Context: an optimization exercise on an open-source flow, tuned for small area and few clock cycles per item. The choices shown serve that exercise and are no tape-out recipe. Where RTL was checked, it was by simulation tests only, not by an equivalence proof against the original. The clock port is modelled as an ideal driver; clocking choices that lean on that would not hold on a real chip. Power is estimated from default activity; no workload was simulated.

Design rs_pair_enc, start of the top module:
module rs_pair_enc (
    input  wire       clk,
    input  wire       rst,
    input  wire       in_valid,
    output wire       in_ready,
    input  wire [9:0] in_sym,
    output wire       out_valid,
    input  wire       out_ready,
    output wire [9:0] out_sym,
    output wire       out_last
);
    localparam NMSG = 1040;               
    localparam NSYM = 1088;               
    localparam SEG  = 24;                 
    reg  [10:0]  cnt;                     
    reg  [4:0]   rot;                     
    reg          clr;                     
    reg  [479:0] r;                       
    wire in_msg  = !(cnt[10] && (cnt[5] || cnt[4]));      
    wire last    = cnt[10] && (&cnt[5:0]);                
    wire rot_end = rot[0] && rot[1] && rot[2] && rot[4];                  
    wire idle    = clr || (rot != 0);
    assign in_ready  = !idle && in_msg && out_ready;
    assign out_valid = !idle && (in_msg ? in_valid : 1'b1);
    wire   xfer      = !rst && out_valid && out_ready;
    wire   rot_m     = !rst && !clr && !xfer;       
    wire   step_msg  = xfer && in_msg;              
    wire [9:0] top = r[479:470];
    wire cv_t0;
    rs_xor2 x_cv_t0 (.a(top[0]), .b(top[5]), .y(cv_t0));
    wire cv_t1;
    rs_xor2 x_cv_t1 (.a(top[2]), .b(top[7]), .y(cv_t1));
    wire cv_t2;
    rs_xor2 x_cv_t2 (.a(top[3]), .b(top[7]), .y(cv_t2));
  ...
==> flow/config.mk <==
export PLATFORM = sky130hd
export DESIGN_NAME = rs_pair_enc
export DESIGN_NICKNAME = rs_pair_enc
export VERILOG_FILES = /design/flow/design.v
export SDC_FILE = /design/flow/constraint.sdc
export NUM_CORES = 4
export LEC_CHECK = 0
export CAP_MARGIN = 20
export CORE_MARGIN = 2
export CORE_UTILIZATION = 70
export SLEW_MARGIN = 20
export SYNTH_HIERARCHICAL = 1
export SYNTH_MINIMUM_KEEP_SIZE = 0
==> flow/constraint.sdc <==
create_clock -name core_clock -period 5.0 [get_ports {clk}]
set_input_delay 1.0000 -clock core_clock [delete_from_list [all_inputs] [get_ports {clk}]]
set_output_delay 1.0000 -clock core_clock [all_outputs]
set_load 0.01 [all_outputs]
standard.sh (not shown) runs the stock make flow with config.mk's settings and CLKGATE_MAP_FILE= SYNTH_SCRIPT=/design/flow/synth_recipe.tcl, a recipe that flattens the netlist after the stock synthesis.
==> flow/flow/run.sh <==
#!/bin/bash
# Own flow: the standard layout (standard.sh), with
# - the ports buffered with the smallest buffer,
# - the clock tree built without dummy loads, from clkbuf_8 leaf clusters.
set -euo pipefail
export BUFFER_PORTS_ARGS="-buffer_cell sky130_fd_sc_hd__buf_1"
export CTS_ARGS="-sink_clustering_enable -repair_clock_nets -dont_use_dummy_load -buf_list {sky130_fd_sc_hd__clkbuf_8} -sink_clustering_size 20 -sink_clustering_max_diameter 50"
bash standard.sh > flow_make.log 2>&1
Change:
--- a/flow/design.v
+++ b/flow/design.v
@@ -34,42 +34,40 @@
     rs_xor2 x_cv_t2 (.a(top[3]), .b(top[7]), .y(cv_t2));
     wire cv_t3;
     rs_xor2 x_cv_t3 (.a(top[3]), .b(top[4]), .y(cv_t3));
     wire cv_t4;
     rs_xor2 x_cv_t4 (.a(top[0]), .b(cv_t3), .y(cv_t4));
     wire cv_t5;
     rs_xor2 x_cv_t5 (.a(top[2]), .b(top[4]), .y(cv_t5));
     wire cv_t6;
     rs_xor2 x_cv_t6 (.a(cv_t5), .b(cv_t0), .y(cv_t6));
     wire cv_t7;
-    rs_xor2 x_cv_t7 (.a(top[9]), .b(cv_t2), .y(cv_t7));
+    rs_xor2 x_cv_t7 (.a(top[9]), .b(cv_t0), .y(cv_t7));
     wire cv_t8;
-    rs_xor2 x_cv_t8 (.a(cv_t0), .b(cv_t7), .y(cv_t8));
+    rs_xor2 x_cv_t8 (.a(cv_t2), .b(cv_t7), .y(cv_t8));
     wire cv_t9;
-    rs_xor2 x_cv_t9 (.a(top[0]), .b(top[8]), .y(cv_t9));
+    rs_xor2 x_cv_t9 (.a(top[5]), .b(top[8]), .y(cv_t9));
     wire cv_t10;
-    rs_xor2 x_cv_t10 (.a(cv_t9), .b(cv_t7), .y(cv_t10));
+    rs_xor2 x_cv_t10 (.a(cv_t9), .b(cv_t8), .y(cv_t10));
     wire cv_t11;
-    rs_xor2 x_cv_t11 (.a(top[1]), .b(top[2]), .y(cv_t11));
+    rs_xor2 x_cv_t11 (.a(top[2]), .b(cv_t4), .y(cv_t11));
     wire cv_t12;
-    rs_xor2 x_cv_t12 (.a(top[5]), .b(cv_t3), .y(cv_t12));
+    rs_xor2 x_cv_t12 (.a(cv_t11), .b(cv_t7), .y(cv_t12));
     wire cv_t13;
-    rs_xor2 x_cv_t13 (.a(cv_t11), .b(cv_t12), .y(cv_t13));
+    rs_xor2 x_cv_t13 (.a(top[1]), .b(top[9]), .y(cv_t13));
     wire cv_t14;
-    rs_xor2 x_cv_t14 (.a(top[2]), .b(top[9]), .y(cv_t14));
+    rs_xor2 x_cv_t14 (.a(cv_t13), .b(cv_t12), .y(cv_t14));
     wire cv_t15;
-    rs_xor2 x_cv_t15 (.a(cv_t12), .b(cv_t14), .y(cv_t15));
+    rs_xor2 x_cv_t15 (.a(top[6]), .b(cv_t13), .y(cv_t15));
     wire cv_t16;
-    rs_xor2 x_cv_t16 (.a(top[6]), .b(cv_t11), .y(cv_t16));
-    wire cv_t17;
-    rs_xor2 x_cv_t17 (.a(cv_t12), .b(cv_t16), .y(cv_t17));
-    wire [9:0] top_std = {cv_t8, cv_t15, cv_t1, cv_t6, cv_t2, cv_t13, cv_t4, cv_t0, cv_t17, cv_t10};
+    rs_xor2 x_cv_t16 (.a(cv_t12), .b(cv_t15), .y(cv_t16));
+    wire [9:0] top_std = {cv_t8, cv_t12, cv_t1, cv_t6, cv_t2, cv_t14, cv_t4, cv_t0, cv_t16, cv_t10};
     assign out_sym  = in_msg ? in_sym : top_std;
     assign out_last = last;
     wire [9:0] fb = (in_sym ^ top_std) & {10{step_msg}};
     wire pm_t0;
     rs_xor2 x_pm_t0 (.a(fb[2]), .b(fb[3]), .y(pm_t0));
     wire pm_t1;
     rs_xor2 x_pm_t1 (.a(fb[0]), .b(fb[4]), .y(pm_t1));
     wire pm_t2;
     rs_xor2 x_pm_t2 (.a(fb[2]), .b(fb[6]), .y(pm_t2));
     wire pm_t3;
After rerunning: Worst setup slack loses 50 ps; count of clock-buffer cells in the layout falls by 3; wire length is lower by 2.7%; total power drops by 1.3%; register-to-register slack is worse by 50 ps; die area hardly moves; sequential power stays flat; clock power went down by about 4%; final cell count fell by 0.41%.
Testbench counts after the change, summed over its fixed seeds: cycles 19,716, items 18.
Function not checked in the first run of this note: the RTL went through the layout flow alone.

========
Setup of R:
Another version of the RTL of rs_pair_enc (not shown whole).
Size in the first run: ~1100 cells after synthesis, roughly 27 I/O pins.
Design rs_pair_enc, start of the top module:
module rs_pair_enc (
    input  wire       clk,
    input  wire       rst,
    input  wire       in_valid,
    output wire       in_ready,
    input  wire [9:0] in_sym,
    output wire       out_valid,
    input  wire       out_ready,
    output wire [9:0] out_sym,
    output wire       out_last
);
    localparam NMSG = 1040;               
    localparam NSYM = 1088;               
    localparam SEG  = 24;                 
    reg  [10:0]  cnt;                     
    reg  [4:0]   rot;                     
    reg          clr;                     
    reg  [479:0] r;                       
    wire in_msg  = !(cnt[10] && (cnt[5] || cnt[4]));      
    wire last    = cnt[10] && (&cnt[5:0]);                
    wire rot_end = rot[0] && rot[1] && rot[2] && rot[4];                  
    wire idle    = clr || (rot != 0);
    assign in_ready  = !idle && in_msg && out_ready;
    assign out_valid = !idle && (in_msg ? in_valid : 1'b1);
    wire   xfer      = out_valid && out_ready;
    wire   rot_m     = !clr && !xfer;               
    wire   step_msg  = xfer && in_msg;              
    wire [9:0] top = r[479:470];
    wire [9:0] top_std = top;
    assign out_sym  = in_msg ? in_sym : top_std;
    assign out_last = last;
    wire [9:0] fb = (in_sym ^ top_std) & {10{step_msg}};
    wire [9:0] s23 = r[239:230];
    wire cv_t0;
    rs_xor2 x_cv_t0 (.a(s23[5]), .b(s23[9]), .y(cv_t0));
    wire cv_t1;
  ...
Settings: LEC_CHECK=0, CAP_MARGIN=20, CORE_MARGIN=2, CORE_UTILIZATION=70, SLEW_MARGIN=20, SYNTH_HIERARCHICAL=1, SYNTH_MINIMUM_KEEP_SIZE=0; clock period 5.0 ns.
Scripts as last shown in full above: flow/flow/run.sh
Modified inputs, P compared to R
--- a/flow/design.v
+++ b/flow/design.v
@@ -14,24 +14,24 @@
     localparam SEG  = 24;                 
     reg  [10:0]  cnt;                     
     reg  [4:0]   rot;                     
     reg          clr;                     
     reg  [479:0] r;                       
     wire in_msg  = !(cnt[10] && (cnt[5] || cnt[4]));      
     wire last    = cnt[10] && (&cnt[5:0]);                
     wire rot_end = rot[0] && rot[1] && rot[2] && rot[4];                  
     wire idle    = clr || (rot != 0);
     assign in_ready  = !idle && in_msg && out_ready;
     assign out_valid = !idle && (in_msg ? in_valid : 1'b1);
-    wire   xfer      = out_valid && out_ready;
-    wire   rot_m     = !clr && !xfer;               
+    wire   xfer      = !rst && out_valid && out_ready;
+    wire   rot_m     = !rst && !clr && !xfer;       
     wire   step_msg  = xfer && in_msg;              
     wire [9:0] top = r[479:470];
     wire [9:0] top_std = top;
     assign out_sym  = in_msg ? in_sym : top_std;
     assign out_last = last;
     wire [9:0] fb = (in_sym ^ top_std) & {10{step_msg}};
     wire [9:0] s23 = r[239:230];
     wire cv_t0;
     rs_xor2 x_cv_t0 (.a(s23[5]), .b(s23[9]), .y(cv_t0));
     wire cv_t1;
     rs_xor2 x_cv_t1 (.a(s23[2]), .b(s23[4]), .y(cv_t1));
@@ -416,23 +416,23 @@
                 rs_xor2 #(10) x (.a(r[10*k-1 -: 10]), .b(p[5*k +: 10]), .y(d[10*k +: 10]));
             end else begin : plain
                 assign d[10*k +: 10] = r[10*k-1 -: 10];
             end
         end
     endgenerate
     always @(posedge clk) begin
         r <= d;
         if (rst) begin
             cnt <= 11'd0;
             clr <= 1'b1;
-            rot <= 0;
+            rot <= 1;
         end else begin
             if (idle)
                 rot <= rot_end ? 0 : rot + 1;
             else if (!xfer)
                 rot <= 1;
             if (rot_end)
                 clr <= 1'b0;
             if (xfer)
                 cnt <= last ? 11'd0 : cnt + 11'd1;
         end
     end
[summary]
- Against R, filler-free cell count of the finished design in P fell by a few percent.
- P against R: routed wire length decreased about 3.4%, biggest cell delay along the critical path saw a decrease, total die area went down by 67 um2.
- [compare] base=R new=P: post-layout worst setup margin +0.34 ns; global-route wire length before repair went down.
- Of R and P, P shows the higher average size of a mapped cell, with R below it.
- Portion of total power attributed to combinational logic: P vs R, no meaningful difference
- P gives more achievable clock frequency than R did.
- As of P, net switching power had fallen by a few percent compared to R.
- Total power: P below R
- Comparing R and P, the lower leakage power of the design is on P.
Testbench counts of P, summed over its fixed seeds: cycles 19,716, items 18.
Function not checked in R: the RTL went through the layout flow alone.

========
## the reference run
RTL: one of the versions met above, not the one the previous note started from.
Size in the first run: ~1100 cells after synthesis, about 500 flip-flops, about 15000 µm² of cells after synthesis.
==> flow/config.mk <==
export PLATFORM = sky130hd
export DESIGN_NAME = rs_pair_enc
export DESIGN_NICKNAME = rs_pair_enc
export VERILOG_FILES = /design/flow/design.v
export SDC_FILE = /design/flow/constraint.sdc
export NUM_CORES = 4
export LEC_CHECK = 0
export CAP_MARGIN = 20
export CORE_MARGIN = 2
export CORE_UTILIZATION = 70
export GPL_ROUTABILITY_DRIVEN = 0
export SLEW_MARGIN = 20
export SYNTH_HIERARCHICAL = 1
export SYNTH_MINIMUM_KEEP_SIZE = 0
==> flow/constraint.sdc <==
create_clock -name core_clock -period 5.0 [get_ports {clk}]
set_input_delay 1.0000 -clock core_clock [delete_from_list [all_inputs] [get_ports {clk}]]
set_output_delay 1.0000 -clock core_clock [all_outputs]
set_load 0.01 [all_outputs]
==> flow/flow/run.sh <==
#!/bin/bash
# Own flow: the standard layout (standard.sh), with
# - the ports buffered with the smallest buffer,
# - the clock tree built without dummy loads, from clkbuf_8 leaf clusters,
# - after clock tree synthesis and again after global routing, gates and
#   buffers off the critical paths downsized, then slew and capacitance
#   repaired (flow/post_cts.tcl, flow/post_grt.tcl).
# ORFS writes each step's full log under orfs/logs; make's own output goes to
# flow_make.log here.
set -euo pipefail
export BUFFER_PORTS_ARGS="-buffer_cell sky130_fd_sc_hd__buf_1"
export CTS_ARGS="-sink_clustering_enable -repair_clock_nets -dont_use_dummy_load -buf_list {sky130_fd_sc_hd__clkbuf_8} -sink_clustering_size 20 -sink_clustering_max_diameter 60"
export POST_CTS_TCL="$(pwd)/flow/post_cts.tcl"
export POST_GLOBAL_ROUTE_TCL="$(pwd)/flow/post_grt.tcl"
bash standard.sh > flow_make.log 2>&1
==> flow/flow/post_cts.tcl <==
# After clock tree synthesis: downsize gates and buffers on paths with slack
# to spare, then re-legalise.
estimate_parasitics -placement
repair_timing -recover_power 100 -verbose
repair_design -slew_margin 20 -cap_margin 20 -verbose
detailed_placement
estimate_parasitics -placement
report_worst_slack -max
==> flow/flow/post_grt.tcl <==
# After global routing: downsize gates and buffers on paths with slack to spare,
# fix any slew or capacitance this leaves over the margins, re-legalise, and
# write the route guides again for the detailed router.
global_route -start_incremental
repair_timing -recover_power 100 -verbose
estimate_parasitics -global_routing
repair_design -slew_margin 20 -cap_margin 20 -verbose
detailed_placement
global_route -end_incremental
estimate_parasitics -global_routing
report_worst_slack -max
report_check_types -max_slew -max_capacitance
write_guides $::env(RESULTS_DIR)/route.guide
Testbench counts of the reference run, summed over its fixed seeds: cycles 19,716, items 18.
Modified inputs, the trial run compared to the reference run
--- a/flow/design.v
+++ b/flow/design.v
@@ -8,25 +8,27 @@
     input  wire       out_ready,
     output wire [9:0] out_sym,
     output wire       out_last
 );
     localparam NMSG = 1040;               
     localparam NSYM = 1088;               
     localparam SEG  = 24;                 
     reg  [10:0]  cnt;                     
     reg  [4:0]   rot;                     
     reg          clr;                     
     reg  [479:0] r;                       
-    wire in_msg  = !(cnt[10] && (cnt[5] || cnt[4]));      
-    wire last    = cnt[10] && (&cnt[5:0]);                
-    wire rot_end = rot[0] && rot[1] && rot[2] && rot[4];                  
+    reg          msg;
+    wire in_msg  = msg;
+    wire last    = !msg && !cnt[0] && !cnt[3] && !cnt[4];    
+    wire end_msg = cnt[0] && !cnt[1] && cnt[2] && cnt[3] && cnt[4] && cnt[5] && cnt[7] && cnt[9] && !cnt[10];    
+    wire rot_end = !rot[0] && !rot[2] && rot[3] && rot[4];                  
     wire idle    = clr || (rot != 0);
     assign in_ready  = !idle && in_msg && out_ready;
     assign out_valid = !idle && (in_msg ? in_valid : 1'b1);
     wire   xfer      = !rst && out_valid && out_ready;
     wire   rot_m     = !rst && !clr && !xfer;       
     wire   step_msg  = xfer && in_msg;              
     wire [9:0] top = r[479:470];
     wire [9:0] top_std = top;
     assign out_sym  = in_msg ? in_sym : top_std;
     assign out_last = last;
     wire [9:0] fb = (in_sym ^ top_std) & {10{step_msg}};
@@ -415,32 +417,38 @@
             end else if (k % 2 == 0) begin : tap
                 rs_xor2 #(10) x (.a(r[10*k-1 -: 10]), .b(p[5*k +: 10]), .y(d[10*k +: 10]));
             end else begin : plain
                 assign d[10*k +: 10] = r[10*k-1 -: 10];
             end
         end
     endgenerate
     always @(posedge clk) begin
         r <= d;
         if (rst) begin
             cnt <= 11'd0;
+            msg <= 1'b1;
             clr <= 1'b1;
             rot <= 1;
         end else begin
             if (idle)
-                rot <= rot_end ? 0 : rot + 1;
+                rot <= rot_end ? 0 : {rot[3:0], ~(rot[4] ^ rot[2])};
             else if (!xfer)
                 rot <= 1;
             if (rot_end)
                 clr <= 1'b0;
-            if (xfer)
-                cnt <= last ? 11'd0 : cnt + 11'd1;
+            if (xfer) begin
+                cnt <= last ? 11'd0 : {cnt[9:0], ~(cnt[10] ^ cnt[8])};
+                if (last)
+                    msg <= 1'b1;
+                else if (end_msg)
+                    msg <= 1'b0;
+            end
         end
     end
 endmodule
 module rs_xor2 #(parameter W = 1) (
     input  wire [W-1:0] a,
     input  wire [W-1:0] b,
     output wire [W-1:0] y
 );
     assign y = a ^ b;
 endmodule
--- outcome ---
Area: the trial run vs the reference run -> the trial run smaller
For the met3 usage in global routing, the trial run came in 0.18 points higher than the reference run did.
The higher setup slack came out of the reference run.
Changes observed in the trial run relative to the reference run: filler cell count rose 24; routed wire length fell about 2.3%; instance area after placement about even; source-to-sink clock delay at the later pin of the worst-skew pair fell 20 ps; total number of vias fell about 5%.
For the trial run, only the layout was checked, not whether the RTL still works.

separate check: timing with driven ports:
Ports are ideal in the flow. The routed layouts listed here were re-timed in OpenROAD.
Step 1 (the two cells are an assumption about what drives the block):
set clk [get_ports {clk}]
set_driving_cell -lib_cell sky130_fd_sc_hd__clkbuf_16 $clk
set_driving_cell -lib_cell sky130_fd_sc_hd__buf_2 [delete_from_list [all_inputs] $clk]
Step 2 also shifts input and output timing later by t, the mid clock arrival at the registers, as if the neighbouring blocks saw the same clock.
a / b / c = ideal / step 1 / step 2; a / b = the first two.
| run | t (ns) | slack for setup (ns) | worst setup path after step 2 |
|---|---|---|---|
| the first run of note 1 | 0.573 | 0.509 / 0.509 / 0.160 | input to register |
| the second run of note 1 | 0.560 | 0.459 / 0.459 / 0.200 | input to register |
| R | 0.572 | 0.588 / 0.588 / 0.356 | input to register |
| P | 0.623 | 0.928 / 0.928 / 0.524 | input to register |
| the reference run | 0.631 | 0.348 / 0.348 / 0.020 | input to register |
| the trial run | 0.626 | 0.280 / 0.280 / -0.281 | input to register |
Met with ideal ports but missed after step 2: setup timing in the trial run. For the trial run, which loses most, drivers alone change the setup slack by 0.000 ns; drivers and shift together by -0.561 ns.
